Background: an optimization exercise with open tools, aiming at small area, a short achievable clock period and few clock cycles per item. Do not read the settings as production practice.
Power figures rest on the tool's default switching activity, not on a simulated workload.

## S
==> flow/design.v <==
module mtr_pulse (
    input  wire        clk,
    input  wire        rst,
    input  wire        in_valid,
    output wire        in_ready,
    input  wire        in_op,         
    input  wire [47:0] in_de,         
    input  wire [39:0] in_ts,         
    input  wire [23:0] in_dt,         
    input  wire [31:0] in_const,      
    output wire        out_valid,
    input  wire        out_ready,
    output wire [39:0] out_start,     
    output wire        busy,
    output wire [63:0] resid,         
    output wire [31:0] count          
);
    localparam [39:0] PULSE_DELAY_US = 40'd25000;
    localparam [39:0] KH_RESET       = 40'd225000;    
    reg        s1_valid;
    reg        s1_op;
    reg [47:0] s1_de;
    reg [39:0] s1_ts;         
    reg [23:0] s1_dt;
    reg [60:0] a_q;           
    reg [39:0] kh_q;          
    reg [31:0] count_q;
    reg        rep_q;         
    reg        sl_valid;
    reg [47:0] sl_h;
    reg [47:0] sl_de;
    reg [23:0] sl_dt;
    reg [39:0] sl_ts;
    reg        dv_busy;
    reg        dv_fin;        
    reg [4:0]  dv_cnt;        
    reg [47:0] dv_f;
    reg [47:0] dv_de;
    reg [47:0] dv_r;
    reg [23:0] dv_x;          
    reg [39:0] dv_ts;
    reg        o_pend;        
    reg        o_rnd;
    reg        o_valid;
    reg [39:0] o_start;
    wire fin_out  = dv_busy && dv_fin && !o_valid && !o_pend;
    wire dv_take  = sl_valid && (!dv_busy || fin_out);
    wire sl_space = !sl_valid || dv_take;
    wire s1_leave = s1_valid && !rep_q && (s1_op || sl_space);
    wire s1_free  = !s1_valid || s1_leave;
    assign in_ready  = s1_free;
    assign busy      = s1_valid || rep_q || sl_valid || dv_busy || o_pend || o_valid;
    assign out_valid = o_valid;
    assign out_start = o_start;
    assign resid     = {3'd0, a_q};
    assign count     = count_q;
    wire acc_e    = s1_leave && !s1_op;
    wire acc_c    = s1_leave && s1_op;
    wire rep_step = rep_q && sl_space;
    wire [60:0] add_de = {13'd0, s1_de};
    wire [60:0] nk     = ~{1'b0, kh_q, 20'd0};
    wire [60:0] cs_s   = a_q ^ add_de ^ nk;
    wire [60:0] cs_c   = (a_q & add_de) | (a_q & nk) | (add_de & nk);
    wire [60:0] sum_s;
    wire [61:0] sum_t;
    wire        ss_co, st_co;
    bk_add #(61) u_ss (.a(a_q), .b(add_de), .ci(1'b0), .s(sum_s), .co(ss_co));
    bk_add #(62) u_st (.a({1'b0, cs_s}), .b({cs_c, 1'b0}), .ci(1'b1), .s(sum_t), .co(st_co));
    wire        ge     = sum_t[61];                            
    wire [41:0] amk_h;
    wire        amk_co;
    bk_add #(42) u_amk (.a({1'b0, a_q[60:20]}), .b(~{2'b0, kh_q}), .ci(1'b1), .s(amk_h), .co(amk_co));
    wire        ge_rep = !amk_h[41];
    wire [60:0] a_next = rep_q ? {amk_h[40:0], a_q[19:0]} : ge ? sum_t[60:0] : sum_s;
    wire        pulse  = rep_q ? (ge_rep && sl_space) : (ge && acc_e);
    wire        big    = (kh_q[39:28] == 12'd0) && (s1_de[47:20] >= kh_q[27:0]);
    wire [31:0] c1     = s1_ts[31:0];
    wire        c_zero = (c1 == 32'd0);                        
    wire [39:0] kc_a   = {c1, 8'd0};
    wire [39:0] kc_b   = ~{3'd0, c1, 5'd0};
    wire [39:0] kc_c   = {8'd0, c1};
    wire [39:0] kc_s   = kc_a ^ kc_b ^ kc_c;
    wire [39:0] kc_k   = (kc_a & kc_b) | (kc_a & kc_c) | (kc_b & kc_c);
    wire [39:0] kh_new;
    wire        kh_co;
    wire [39:0] kh_mul;
    bk_add #(40) u_kh (.a(kc_s), .b({kc_k[38:0], 1'b0}), .ci(1'b1), .s(kh_mul), .co(kh_co));
    assign kh_new = c_zero ? 40'd225 : kh_mul;
    wire        dv_b   = dv_x[23] && !dv_fin;    
    wire [50:0] r2     = {2'b0, dv_r, 1'b0};
    wire [50:0] bf     = dv_b ? {3'b0, dv_f} : 51'd0;
    wire [50:0] t0, t1, t2;
    wire        t0_co, t1_co, t2_co;
    bk_add #(51) u_t0 (.a(r2), .b(bf), .ci(1'b0), .s(t0), .co(t0_co));
    wire [50:0] nd1    = ~{3'b0, dv_de};
    wire [50:0] nd2    = ~{2'b0, dv_de, 1'b0};
    wire [50:0] c1s    = r2 ^ bf ^ nd1;
    wire [50:0] c1c    = (r2 & bf) | (r2 & nd1) | (bf & nd1);
    bk_add #(51) u_t1 (.a(c1s), .b({c1c[49:0], 1'b0}), .ci(1'b1), .s(t1), .co(t1_co));
    wire [50:0] c2s    = r2 ^ bf ^ nd2;
    wire [50:0] c2c    = (r2 & bf) | (r2 & nd2) | (bf & nd2);
    bk_add #(51) u_t2 (.a(c2s), .b({c2c[49:0], 1'b0}), .ci(1'b1), .s(t2), .co(t2_co));
    wire        ge2    = !t2[50];
    wire        ge1    = !t1[50];
    wire [47:0] r_next = ge2 ? t2[47:0] : ge1 ? t1[47:0] : t0[47:0];
    wire [22:0] x_inc  = dv_x[22:0] + 23'd1;                  
    wire [22:0] xh     = ge2 ? x_inc : dv_x[22:0];
    wire [23:0] x_next = {xh, ge1 & !ge2};
    reg  [4:0]  lz;
    integer     i;
    always @(*) begin
        lz = 5'd24;
        for (i = 0; i < 24; i = i + 1)
            if (sl_dt[i]) lz = 5'd23 - i[4:0];
    end
    wire [23:0] dt_norm = sl_dt << lz;
    wire        f_eq    = (sl_h == 48'd0);                    
    wire [47:0] f_take;
    wire        ft_co;
    bk_add #(48) u_ft (.a(sl_de), .b(~sl_h), .ci(1'b1), .s(f_take), .co(ft_co));
    wire [39:0] start0, start1;
    wire        st0_co, st1_co;
    bk_add #(40) u_st0 (.a(dv_ts), .b({16'd0, dv_x}), .ci(1'b0), .s(start0), .co(st0_co));
    bk_add #(40) u_st1 (.a(o_start), .b(PULSE_DELAY_US), .ci(o_rnd), .s(start1), .co(st1_co));
    wire [31:0] count_inc;
    wire        cnt_co;
    bk_add #(32) u_cnt (.a(count_q), .b(32'd0), .ci(1'b1), .s(count_inc), .co(cnt_co));
    always @(posedge clk) begin
        if (rst) begin
            s1_valid <= 1'b0;
            a_q      <= 61'd0;
            kh_q     <= KH_RESET;
            count_q  <= 32'd0;
            rep_q    <= 1'b0;
            sl_valid <= 1'b0;
            dv_busy  <= 1'b0;
            dv_fin   <= 1'b0;
            o_pend   <= 1'b0;
            o_valid  <= 1'b0;
        end else begin
            if (s1_free)
                s1_valid <= in_valid;
            if (acc_c)
                a_q <= 61'd0;
            else if (acc_e || (rep_step && ge_rep))
                a_q <= a_next;
            if (acc_c)
                kh_q <= kh_new;
            if (rep_q) begin
                if (!ge_rep) rep_q <= 1'b0;
            end else if (acc_e && ge && big)
                rep_q <= 1'b1;
            if (sl_space)
                sl_valid <= pulse;
            if (dv_take) begin
                dv_busy <= 1'b1;
                dv_fin  <= (lz >= 5'd23);
            end else if (dv_busy && !dv_fin) begin
                dv_fin  <= (dv_cnt == 5'd1);
            end else if (fin_out) begin
                dv_busy <= 1'b0;
            end
            o_pend <= fin_out;
            if (o_pend)
                o_valid <= 1'b1;
            else if (out_ready)
                o_valid <= 1'b0;
            if (o_valid && out_ready)
                count_q <= count_inc;
        end
    end
    always @(posedge clk) begin
        if (s1_free) begin
            s1_op <= in_op;
            s1_de <= in_de;
            s1_ts <= in_op ? {8'd0, in_const} : in_ts;
            s1_dt <= in_dt;
        end
        if (sl_space) begin
            sl_h <= a_next[47:0];
            if (!rep_q) begin
                sl_de <= s1_de;
                sl_dt <= s1_dt;
                sl_ts <= s1_ts;
            end
        end
        if (dv_take) begin
            dv_f   <= f_take;
            dv_de  <= sl_de;
            dv_r   <= (lz == 5'd24 || f_eq) ? 48'd0 : f_take;
            dv_x   <= {dt_norm[22:0], f_eq && (lz != 5'd24)};
            dv_cnt <= 5'd23 - lz;
            dv_ts  <= sl_ts;
        end else if (dv_busy && !dv_fin) begin
            dv_r   <= r_next;
            dv_x   <= x_next;
            dv_cnt <= dv_cnt - 5'd1;
        end
        if (fin_out) begin
            o_start <= start0;
            o_rnd   <= ge1;
        end else if (o_pend)
            o_start <= start1;
    end
endmodule
module bk_add #(parameter integer W = 32) (
    input  wire [W-1:0] a,
    input  wire [W-1:0] b,
    input  wire         ci,
    output wire [W-1:0] s,
    output wire         co
);
    function integer lg2;              
        input integer n;
        integer m;
        begin
            lg2 = 0;
            for (m = n - 1; m > 0; m = m >> 1) lg2 = lg2 + 1;
        end
    endfunction
    localparam integer L = lg2(W + 1);
    wire [W:0] g0 = {a & b, ci};
    wire [W:0] p0 = {a ^ b, 1'b0};
    wire [W:0] g [0:2*L];
    wire [W:0] p [0:2*L];
    assign g[0] = g0;
    assign p[0] = p0;
    genvar lv, k;
    generate
        for (lv = 0; lv < L; lv = lv + 1) begin : up
            for (k = 0; k <= W; k = k + 1) begin : n
                if (((k + 1) % (2 << lv)) == 0) begin : c
                    assign g[lv+1][k] = g[lv][k] | (p[lv][k] & g[lv][k - (1 << lv)]);
                    assign p[lv+1][k] = p[lv][k] & p[lv][k - (1 << lv)];
                end else begin : t
                    assign g[lv+1][k] = g[lv][k];
                    assign p[lv+1][k] = p[lv][k];
                end
            end
        end
        for (lv = L - 1; lv > 0; lv = lv - 1) begin : dn
            for (k = 0; k <= W; k = k + 1) begin : n
                if (((k + 1) % (1 << lv)) == ((1 << lv) >> 1) && k >= (1 << lv)) begin : c
                    assign g[2*L-lv][k] = g[2*L-lv-1][k] | (p[2*L-lv-1][k] & g[2*L-lv-1][k - ((1 << lv) >> 1)]);
                    assign p[2*L-lv][k] = p[2*L-lv-1][k] & p[2*L-lv-1][k - ((1 << lv) >> 1)];
                end else begin : t
                    assign g[2*L-lv][k] = g[2*L-lv-1][k];
                    assign p[2*L-lv][k] = p[2*L-lv-1][k];
                end
            end
        end
    endgenerate
    wire [W:0] cg = g[2*L-1];
    assign s  = p0[W:1] ^ cg[W-1:0];
    assign co = cg[W];
endmodule
clock: 12.0 ns
lec_check: 0
cap_margin: 20
core_margin: 2
core_utilization: 40
slew_margin: 20
standard.sh (not shown) runs the stock make flow with config.mk's settings and CLKGATE_MAP_FILE= SYNTH_SCRIPT=/design/flow/synth_recipe.tcl, a recipe that flattens the netlist after the stock synthesis.
==> flow/flow/run.sh <==
#!/bin/bash
set -euo pipefail
bash standard.sh SETUP_SLACK_MARGIN=7.5 finish > standard_make.log 2>&1
--- input diff S..Q ---
==> flow/flow/run.sh <==
#!/bin/bash
set -euo pipefail
bash standard.sh SETUP_SLACK_MARGIN=7.0 finish > standard_make.log 2>&1
Results
For S and Q, there was not a single run that failed to finish clean. Q against S: clock share of power went up by 2.0 points; post-synthesis to final-layout area growth went down by 7.1 points; share of cells above drive strength 1 went down by 8.1 points; number of max-cap violations was more or less identical; hold slack went down by 0.016 ns. For the post-route cell area, Q came in about 6% lower than S did. Post-detailed-route via-to-cell ratio in Q vs S: down 1.3%. Compared to S, Q has met3 track demand over resource in global routing 0.33 points lower. As far as number of sequential storage elements is concerned, S and Q perform about the same. On sequential power share: Q sits above S.
No functional check of the RTL was part of any run of this note.

[static timing again, ports no longer ideal]
Ports are ideal in the flow. The routed layouts listed here were re-timed in OpenROAD.
Step 1 sets driving cells, clkbuf_16 on the clock port and buf_2 on the other inputs (assumed; they add their load-dependent delay and slew).
Step 2 moves the port delays by t, midway between the first and last clock arrival at a register: inputs arrive t later, outputs are due t later. That takes back most of the time a late clock gives input paths.
Slacks: no drivers / after step 1 / after step 2; pairs: no drivers / after step 1.
run | t, ns | setup slack, ns | worst setup path after step 2 | clock arrival spread, ns | pins driven straight from the clock port
S | 0.756 | 7.123 / 7.123 / 7.044 | input to register | 0.041 / 0.041 | 1
Q | 0.766 | 7.026 / 7.018 / 7.026 | register to register | 0.044 / 0.045 | 1
After both steps setup and hold are still met in every run listed. For S, which loses most, drivers alone change the setup slack by 0.000 ns; drivers and shift together by -0.079 ns.
